Context: an optimization exercise on an open-source flow, tuned for small area and a short achievable clock period. The choices shown serve that exercise and are no tape-out recipe.
In this exercise RTL edits were held to simulation tests only and were not proved equivalent to the original.

<file path="flow/config.mk">
export PLATFORM = sky130hd
export DESIGN_NAME = vec_fma
export DESIGN_NICKNAME = vec_fma
export VERILOG_FILES = /design/flow/design.v
export SDC_FILE = /design/flow/constraint.sdc
export NUM_CORES = 4
export LEC_CHECK = 0
export CAP_MARGIN = 20
export CORE_MARGIN = 2
export CORE_UTILIZATION = 40
export SLEW_MARGIN = 20
</file>
<file path="flow/run.sh">
#!/bin/bash
# synth_recipe.tcl (not shown) runs the flow's synth.tcl, then flattens the netlist and writes it again
# the make line also repeats each setting of config.mk as NAME=value (left out here)
make -C /OpenROAD-flow-scripts/flow DESIGN_CONFIG=/design/flow/config.mk WORK_HOME=/design/flow/orfs CLKGATE_MAP_FILE= SYNTH_SCRIPT=/design/flow/synth_recipe.tcl finish
</file>
<file path="flow/design.v">
module vec_fma (
    input  wire        clk,
    input  wire        rst,
    input  wire        in_valid,
    input  wire [31:0] in_a,
    input  wire [31:0] in_b,
    input  wire [31:0] in_c,
    output reg         out_valid,
    output reg  [31:0] out_r
);
    localparam [31:0] QNAN = 32'h7FC0_0000;
    reg        s0_valid;
    reg [31:0] s0_a, s0_b, s0_c;
    always @(posedge clk) begin
        if (rst) begin
            s0_valid <= 1'b0;
        end else begin
            s0_valid <= in_valid;
        end
        s0_a <= in_a;
        s0_b <= in_b;
        s0_c <= in_c;
    end
    wire       sa = s0_a[31];
    wire       sb = s0_b[31];
    wire       sc = s0_c[31];
    wire [7:0] ea = s0_a[30:23];
    wire [7:0] eb = s0_b[30:23];
    wire [7:0] ec = s0_c[30:23];
    wire a_zero = (s0_a[30:0] == 31'd0);
    wire b_zero = (s0_b[30:0] == 31'd0);
    wire c_zero = (s0_c[30:0] == 31'd0);
    wire a_inf  = (ea == 8'hFF) && (s0_a[22:0] == 23'd0);
    wire b_inf  = (eb == 8'hFF) && (s0_b[22:0] == 23'd0);
    wire c_inf  = (ec == 8'hFF) && (s0_c[22:0] == 23'd0);
    wire a_nan  = (ea == 8'hFF) && (s0_a[22:0] != 23'd0);
    wire b_nan  = (eb == 8'hFF) && (s0_b[22:0] != 23'd0);
    wire c_nan  = (ec == 8'hFF) && (s0_c[22:0] != 23'd0);
    wire [23:0] ma = {ea != 8'd0, s0_a[22:0]};
    wire [23:0] mb = {eb != 8'd0, s0_b[22:0]};
    wire [23:0] mc = {ec != 8'd0, s0_c[22:0]};
    wire [7:0]  ea_e = (ea == 8'd0) ? 8'd1 : ea;
    wire [7:0]  eb_e = (eb == 8'd0) ? 8'd1 : eb;
    wire [7:0]  ec_e = (ec == 8'd0) ? 8'd1 : ec;
    wire sp = sa ^ sb;                  
    wire p_zero = a_zero || b_zero;
    wire p_inf  = a_inf || b_inf;
    wire eff_sub = sp ^ sc;
    wire        [47:0] prod = ma * mb;
    wire signed [11:0] ep   = $signed({4'd0, ea_e}) + $signed({4'd0, eb_e}) - 12'sd127;
    wire signed [11:0] sh_raw = ep - $signed({4'd0, ec_e}) + 12'sd29;
    wire               use_prod_scale = c_zero || !sh_raw[11];
    wire        [6:0]  sh = c_zero      ? 7'd0 :
                            sh_raw[11]  ? 7'd0 :
                            (sh_raw > 12'sd103) ? 7'd103 : sh_raw[6:0];
    wire signed [11:0] es = use_prod_scale ? (ep - 12'sd199)
                                           : ($signed({4'd0, ec_e}) - 12'sd228);
    wire [203:0] c_wide    = {mc, 180'd0} >> sh;      
    wire [101:0] c_aligned = c_wide[203:102];
    wire         c_sticky  = |c_wide[101:0];
    wire [102:0] opc = {c_aligned, c_sticky};
    wire [102:0] opp = {28'd0, prod, 27'd0};
    wire [103:0] sum   = eff_sub ? ({1'b0, opc} - {1'b0, opp})
                                 : ({1'b0, opc} + {1'b0, opp});
    wire         neg   = eff_sub && sum[103];
    wire [102:0] mag   = neg ? (~sum[102:0] + 103'd1) : sum[102:0];
    wire         rsign = neg ? sp : sc;
    wire         mag_zero = (mag == 103'd0);
    reg [6:0] lz;
    integer i;
    always @(*) begin
        lz = 7'd0;
        for (i = 0; i <= 102; i = i + 1)
            if (mag[i]) lz = 7'd102 - i[6:0];
    end
    wire signed [11:0] e_full = es + 12'sd228 - $signed({5'd0, lz});
    wire signed [11:0] sub_sh = es + 12'sd227;         
    wire               is_sub = (e_full < 12'sd1);
    wire        [6:0]  rsh    = (sub_sh < -12'sd103) ? 7'd103 : (-sub_sh);
    wire [205:0] mag_r  = {mag, 103'd0} >> rsh;
    reg  [102:0] norm;
    reg          norm_st;
    always @(*) begin
        if (!is_sub) begin
            norm    = mag << lz;
            norm_st = 1'b0;
        end else if (!sub_sh[11]) begin
            norm    = mag << sub_sh[6:0];
            norm_st = 1'b0;
        end else begin
            norm    = mag_r[205:103];
            norm_st = |mag_r[102:0];
        end
    end
    wire [7:0] e_pack = is_sub ? 8'd0 : e_full[7:0];
    wire        guard    = norm[78];
    wire        sticky   = (|norm[77:0]) || norm_st;
    wire        round_up = guard && (sticky || norm[79]);
    wire [30:0] rounded  = {e_pack, norm[101:79]} + {30'd0, round_up};
    reg [31:0] result;
    always @(*) begin
        if (a_nan || b_nan || c_nan ||
            (a_inf && b_zero) || (b_inf && a_zero) ||
            (p_inf && c_inf && eff_sub)) begin
            result = QNAN;
        end else if (p_inf) begin
            result = {sp, 8'hFF, 23'd0};
        end else if (c_inf) begin
            result = {sc, 8'hFF, 23'd0};
        end else if (p_zero) begin
            if (c_zero)
                result = {sp & sc, 31'd0};
            else
                result = s0_c;
        end else if (mag_zero) begin
            result = 32'd0;                           
        end else if (!is_sub && e_full >= 12'sd255) begin
            result = {rsign, 8'hFF, 23'd0};           
        end else if (rounded[30:23] == 8'hFF) begin
            result = {rsign, 8'hFF, 23'd0};           
        end else begin
            result = {rsign, rounded};
        end
    end
    always @(posedge clk) begin
        if (rst) begin
            out_valid <= 1'b0;
        end else begin
            out_valid <= s0_valid;
        end
        out_r <= result;
    end
endmodule
</file>
<file path="flow/constraint.sdc">
create_clock -name core_clock -period 25.0 [get_ports {clk}]
set_input_delay 5.0000 -clock core_clock [delete_from_list [all_inputs] [get_ports {clk}]]
set_output_delay 5.0000 -clock core_clock [all_outputs]
set_load 0.01 [all_outputs]
</file>
==> flow_summary.ini <==
[min_path]
holdCritPathClass = reg2reg

[worst_setup_path]
criticalPathCategory = reg2reg
start_kind = flop
cp_slowest_stage_delay_ps = 990
required_ps = 25430
critPathSlowestCell = nor2_1
endpoint_kind = flop
crit_fanout = 23
cp.arrival_ps = 24460
path_common_cell = ha_1

[synthesis]
synth.top_cell.area_share_pct = 14.78
ys_types = 145
async_flop_share_pct = 0
synth_cells = 9106
yosys_warnings = 1
synth_common_cells = 1,103 x nand2_1, 818 x nor2_1, 686 x inv_1, 603 x a21oi_1, 505 x o21ai_0
yosysTopAreaCell = fa_1
yosysMostFrequentCell = nand2_1
ys_ff_latch = 130
synthesis.nets = 10010
synth-seq-area-share_pct = 3.952
avgSynthCellArea_um2 = 7.231
synth_area_leaders = fa_1 15%, nand2_1 6.3%, ha_1 6.0%
synth-main-ff-cell = dfxtp_1
syn_area_um2 = 65840
synth-edff-count = 0

[timing]
fin_crit_ps = 24030
fin_crit_sh_pct = 96.13
finalSetupViolCount = 0
tightest_slew_ps = 1327
max-slew-margin-rel_pct = 10.57
finalSetupTns_ps = 0
drv_slew = 0
hold_viol_final = 0
skew_ps = 23.13
max_freq_mhz = 41.61
rsz0062_at_grt = false

[clocking]
insertion_delay_ps = 550
cts_max_level = 4
clockRootBuffer = clkbuf_16
clk_path_buf_depth = 2
cts_sinks = 130
postCtsSetupBuffers = 0
cts_tree = yes
cts_buffers = 17
cts.clk_slew.worst_paths_ps = 80

[detailed_routing]
viasPerCell = 6.892
avgRoutedWirePerCell_um = 35.36
vias = 78180
drt_first_pass_iters = 8
drcViolationCount = 0
drtIter0Drc = 12130
wl_um = 401100
ant_nets = 0

[final_layout]
fill_cells = 16830
fin_nets = 10030
layout-drive-gt1-share_pct = 11.86
design_area_um2 = 72460
area_growth_pct = 10.05
postLayoutCoreUtil_pct = 44.42

[placed_design]
place_congestion = 1.157
dpl.hpwl_um = 324700
place_area_um2 = 71720
portBuffers = 131

[global_routing]
antenna_found_initial = 23
overflow = 0
grt_pass1_wl_um = 558800
grt_max_degree = 127
grt_pass1_vias = 73710
grt_usage_pct = 46.09

[run_status]
outcome = complete, no violations

[floorplan]
num_rows = 148
ios = 132
dieWidth_um = 409.7
die_area_um2 = 167900
core_um2 = 163100
die_h_um = 409.7
start_util_pct = 40.36

[flow_run]
max-cap-violations = 0
==> state kept, by name (all words and copies together) (netlist names) <==
name and count:
out_valid 1, s0_a 32, out_r 32, s0_c 32
s0_valid 1, s0_b 32
==> path summary, 6_finish.rpt <==
path	startpoint	endpoint	slack, ps	cells after the start
setup / recovery	s0_b[27]$_DFF_P_	out_r[1]$_SDFF_PP0_	970	79
hold / removal	s0_valid$_SDFF_PP0_	out_valid$_SDFF_PP0_	450	1
setup reg to reg	s0_b[27]$_DFF_P_	out_r[1]$_SDFF_PP0_	970	79
hold reg to reg	s0_valid$_SDFF_PP0_	out_valid$_SDFF_PP0_	450	1
==> logic make-up (layout without fill, tap and decap cells) <==
family | after synthesis | count (layout) | share of synthesized area (%)
and+or+nand+nor | 3329 | 3329 | 24.21
AOI/OAI and AO/OA | 2557 | 2557 | 26.40
buffers and inverters | 1372 | 1406 | 8.756
adders and majority gates | 801 | 801 | 20.76
muxes | 556 | 556 | 11.02
xor gates and xnor gates | 361 | 361 | 4.891
DFF | 130 | 130 | 3.953
other | 0 | 28 | 0
==> cell type report <==
type | count | area (um^2) | share of cell area, %
antenna | 28 | 70.07 | 0.09670
clock buffer | 18 | 439.2 | 0.6061
clock inverter | 14 | 190.2 | 0.2625
inverter | 695 | 2619 | 3.614
multi-input combinational | 7604 | 58280 | 80.42
sequential | 130 | 2608 | 3.599
tap | 2175 | 2721 | 3.756
timing repair buffer | 679 | 5538 | 7.643
==> per-layer routing <==
metal / track usage (%) / up-vias / part of all wire (%)
li1: - / 32870 / -
met1: 56.05 / 38060 / 37
met2: 68.60 / 5938 / 42
met3: 13.18 / 1295 / 12
met4: 35.19 / 14 / 9.5
met5: 0 / - / 0.042
==> per-stage QoR <==
stage	instances	hold slack, ps	setup WS, ps
floorplan	9106	413.8	2758
global placement	11280	418.7	1773
detailed placement	11280	431.4	1617
CTS	11320	450.1	1533
global route	11320	480.8	25.03
finish	11340	452.0	966.8
==> timing repair <==
action                     4_1_cts  5_1_grt
gates resized for setup          0        9
setup endpoints to repair        0       28
hold buffers                     0        0
==> placed cells by master, fill, tap and decap left out, types with 36 or more instances in the layout <==
| master | netlist | final |
|---|---|---|
| mux4_2 | 125 | 125 |
| dfxtp_1 | 130 | 126 |
| o22ai_1 | 78 | 78 |
| o211ai_1 | 102 | 102 |
| fa_1 | 486 | 486 |
| xnor2_1 | 241 | 205 |
| nor3_1 | 263 | 259 |
| inv_1 | 686 | 685 |
| a211oi_1 | 160 | 157 |
| or2_2 | 53 | 52 |
| mux2i_1 | 344 | 344 |
| nor4_1 | 94 | 93 |
| o21ai_0 | 505 | 500 |
| clkdlybuf4s50_1 | 0 | 131 |
| o2111ai_1 | 42 | 41 |
| xnor2_2 | 2 | 37 |
| a21o_1 | 104 | 104 |
| buf_4 | 33 | 539 |
| and2_1 | 266 | 265 |
| xor2_1 | 113 | 89 |
| a221oi_1 | 36 | 36 |
| nand2b_1 | 56 | 52 |
| a31oi_1 | 131 | 128 |
| o31ai_1 | 68 | 67 |
| a21oi_1 | 603 | 599 |
| o21a_1 | 53 | 53 |
| and3_1 | 70 | 70 |
| nor2b_1 | 54 | 51 |
| a22oi_1 | 55 | 55 |
| nand2_1 | 1103 | 1103 |
| o221ai_1 | 57 | 55 |
| nand4_1 | 93 | 93 |
| ha_1 | 315 | 313 |
| nand3_1 | 208 | 208 |
| nor2_1 | 818 | 814 |
| mux2_2 | 85 | 85 |
| or3_1 | 56 | 55 |
==> critical path, delay by kind of cell, from the launching register on <==
family | cells | cell delay (ps)
adders and majority gates | 10 | 3120
and+or+nand+nor | 25 | 8440
DFF | 1 | 340
AOI/OAI and AO/OA | 33 | 9980
buffers and inverters | 10 | 1580
xor gates and xnor gates | 1 | 390

-- afterwards: timing with drivers on the ports --
Ports are ideal in the flow. The routed layout listed here was re-timed in OpenROAD.
Step 1, drivers: a clkbuf_16 drives clk and a buf_2 each remaining input, both assumed.
Step 2 moves the port delays by t, midway between the first and last clock arrival at a register: inputs arrive t later, outputs are due t later. That takes back most of the time a late clock gives input paths.
Slacks: no drivers / after step 1 / after step 2; pairs: no drivers / after step 1.
t, ns: 0.625
setup WS [ns]: 0.967 / 0.967 / 0.967
hold slack, ns: 0.452 / 0.452 / 0.452
clock arrival spread, ns: 0.024 / 0.023
worst register clock-pin slew, ns: 0.08 / 0.08
After both steps setup and hold are still met in this run. For this run, drivers alone change the setup slack by 0.000 ns; drivers and shift together by 0.000 ns.
